Context: an optimization exercise on an open-source flow, tuned for small area, a short achievable clock period and few clock cycles. The choices shown serve that exercise and are no tape-out recipe.
In this exercise RTL edits were held to simulation tests only and were not proved equivalent to the original.

==> flow/design.v (excerpt) <==
module gcm_top (
    input  wire         clk,
    input  wire         rst,
    input  wire         cmd_valid,
    output wire         cmd_ready,
    input  wire [2:0]   cmd_op,
    input  wire [255:0] cmd_data,
    input  wire [4:0]   cmd_nbytes,
    output reg          out_valid,
    output reg          out_tag,
    output reg  [127:0] out_data
);
    localparam OP_KEY = 3'd0, OP_START = 3'd1, OP_AAD = 3'd2, OP_TEXT = 3'd3, OP_FINISH = 3'd4;
    localparam D  = 20;                 
    localparam Q  = 20;                  
    localparam K_CTR = 2'd0, K_J0 = 2'd1, K_H = 2'd2;
    reg         rdy;
    reg         s1_v, sk_v;
    reg [2:0]   s1_op, sk_op;
    reg [255:0] s1_d, sk_d;
    reg [4:0]   s1_n, sk_n;
    assign cmd_ready = rdy;
    wire xfer = cmd_valid & rdy;
    reg [255:0] key;
    reg [95:0]  ivk;           
    reg [31:0]  ctr;           
    reg         hq, jq;        
    reg         f_spec;        
    reg         f_open;        
    reg signed [6:0] f_dlt;    
    reg [5:0]   fly;           
    reg [5:0]   cnt;           
    reg [4:0]   rd, wr;
    reg [127:0] ks  [0:D-1];
    reg [1:0]   ksk [0:D-1];
    reg [2:0]   cq_op [0:Q-1];
    reg [127:0] cq_d  [0:Q-1];
    reg [4:0]   cq_n  [0:Q-1];     
    reg [56:0]  len_a;         
    reg [60:0]  len_c;         
    reg [5:0]   cq_cnt;
    reg [4:0]   cq_rd, cq_wr;
    reg         decrypt;
    reg [127:0] h, ej0;
    reg [127:0] gin;
    reg         gin_v, gin_last, gin_h2;
    wire s1_key = s1_op == OP_KEY;
    wire s1_st  = s1_op == OP_START;
    wire s1_txt = s1_op == OP_TEXT;
    wire s1_fin = s1_op == OP_FINISH;
    wire s1_use = s1_op <= OP_FINISH;        
    wire f_done = ~f_open & ~f_dlt[6];       
    wire cq_full = cq_cnt == Q;
    wire k_busy;
  ...
Size: about 59000 cells after synthesis, about 400 I/O pins.
Settings: LEC_CHECK=0, ABC_CLOCK_PERIOD_IN_PS=5000, CAP_MARGIN=40, CORE_MARGIN=2, CORE_UTILIZATION=55, PLACE_DENSITY=0.7, SLEW_MARGIN=40; clock period 11.0 ns.
standard.sh (not shown) runs the stock make flow with config.mk's settings and CLKGATE_MAP_FILE= SYNTH_SCRIPT=/design/flow/synth_recipe.tcl, a recipe that flattens the netlist after the stock synthesis.
==> flow/flow/run.sh <==
#!/bin/bash
set -euo pipefail
bash standard.sh SETUP_SLACK_MARGIN=6.8 finish > flow.log 2>&1
The starting point finished but failed the layout checks on antenna rules.
Testbench counts at the start, summed over its fixed seeds: cycles 2,649.
Rerun with:
Settings changed: CORE_UTILIZATION 55 to 40, PLACE_DENSITY 0.7 to default.
With this change the flow went through all stages and came out clean.
Cell count is higher by 7.7%.
Setup slack is better by 0.039 ns.
Maximum frequency went up by 0.88%.
Global-route usage went down by 11 points.
Rerun with:
==> flow/flow/run.sh (replaced) <==
#!/bin/bash
set -euo pipefail
bash standard.sh SETUP_SLACK_MARGIN=7.3 finish > flow.log 2>&1
Settings changed: CORE_UTILIZATION 40 to 55, PLACE_DENSITY from default to 0.7.
What happened:
- The changed run completed with no timing, DRC or antenna violations
- critical path depth decreases by 1
- fmax decreases by about 5.4%
- cell count decreases by about 4.7%
- routed wire length increases by about 7%
- register-to-register slack gets worse by 0.25 ns
- global-route usage increases by 13 points
- sequential cell count stays the same
- core utilization increases by 21 points
- via count increases by about 8%
- count of clock-buffer cells in the layout decreases by 12
- setup slack gets worse by 0.25 ns
Rerun with:
==> flow/flow/run.sh (replaced) <==
#!/bin/bash
set -euo pipefail
bash standard.sh SETUP_SLACK_MARGIN=7.0 finish > flow.log 2>&1
Settings changed: CORE_UTILIZATION 55 to 40, PLACE_DENSITY 0.7 to default.
Effect:
- The changed run passed the timing, design-rule and antenna checks
- count of clock-buffer cells in the layout goes up by 12
- maximum frequency rises by about 10%
- cell area falls by about 3.3%
- global-route usage drops by 13 points
- via count shrinks by 6.6%
- first-iteration DRC count falls by about 19%
- setup slack improves by 0.42 ns

========
Setup of before:
Another version of the RTL of gcm_top (not shown whole).
For scale: roughly 59000 cells after synthesis, roughly 14000 flip-flops, roughly 400 I/O pins, roughly 700000 µm² of cells after synthesis.
clock: 11.0 ns
lec_check: 0
abc_clock_period_in_ps: 5000
cap_margin: 40
core_margin: 2
core_utilization: 55
place_density: 0.7
slew_margin: 40
==> flow/flow/run.sh <==
#!/bin/bash
set -euo pipefail
bash standard.sh SETUP_SLACK_MARGIN=7.3 finish > flow.log 2>&1
The flow did not stop early for before: all stages ran, and the layout cleared the timing, design-rule and antenna checks.
Testbench counts of before, summed over its fixed seeds: cycles 2,649.
Inputs modified between before and after:
==> flow/flow/run.sh <==
#!/bin/bash
set -euo pipefail
bash standard.sh SETUP_SLACK_MARGIN=6.8 finish > flow.log 2>&1
-- flow/config.mk --
<<< before, line 10
export CORE_MARGIN = 2
export CORE_UTILIZATION = 55
export PLACE_DENSITY = 0.7
export SLEW_MARGIN = 40
>>> after, line 10
export CORE_MARGIN = 2
export CORE_UTILIZATION = 40
export SLEW_MARGIN = 40
[summary]
- [after] flow finished | final checks: failed | reasons: antenna violations
- after ends up with a via count of the first global-routing pass that is 18200 lower than in before.
- before → after: global-route usage went down 13 points; die area went up 37%; utilization went down 21 points; total non-filler cell area in the finished layout went down about 4.3%; average wire per standard cell went down about 10%.

## re-timing with driven ports
No port has a modelled driver above. Below, the same layouts with a new extraction and two added sets of constraints. Step 1 sets driving cells, clkbuf_16 on the clock port and buf_2 on the other inputs (assumed; they add their load-dependent delay and slew). Step 2 adds t to the input delays and takes it off the output delays; t is the mean of the earliest and latest rising clock arrival at the registers after step 1. Input paths then give back, and output paths get back, about the clock's delay inside the block. a / b / c = no drivers / after step 1 / after step 2; a / b = the first two.
| run | t (ns) | setup slack, ns | hold slack, ns | latest minus earliest clock arrival (ns) | worst register clock-pin slew, ns |
|---|---|---|---|---|---|
| the first run of note 1 | 1.502 | 6.511 / 6.511 / 6.511 | 0.319 / 0.319 / 0.319 | 0.158 / 0.157 | 0.08 / 0.08 |
| the second run of note 1 | 1.496 | 6.550 / 6.550 / 6.550 | 0.301 / 0.301 / 0.301 | 0.177 / 0.177 | 0.07 / 0.07 |
| the third run of note 1 | 1.531 | 6.298 / 6.298 / 6.298 | 0.313 / 0.313 / 0.313 | 0.197 / 0.198 | 0.09 / 0.09 |
| the fourth run of note 1 | 1.492 | 6.714 / 6.584 / 6.714 | 0.307 / 0.307 / 0.307 | 0.168 / 0.169 | 0.07 / 0.07 |
| before | 1.512 | 6.173 / 6.173 / 6.173 | 0.262 / 0.262 / 0.262 | 0.247 / 0.247 | 0.12 / 0.12 |
| after | 1.521 | 6.460 / 6.460 / 6.460 | 0.308 / 0.308 / 0.308 | 0.178 / 0.178 | 0.08 / 0.08 |
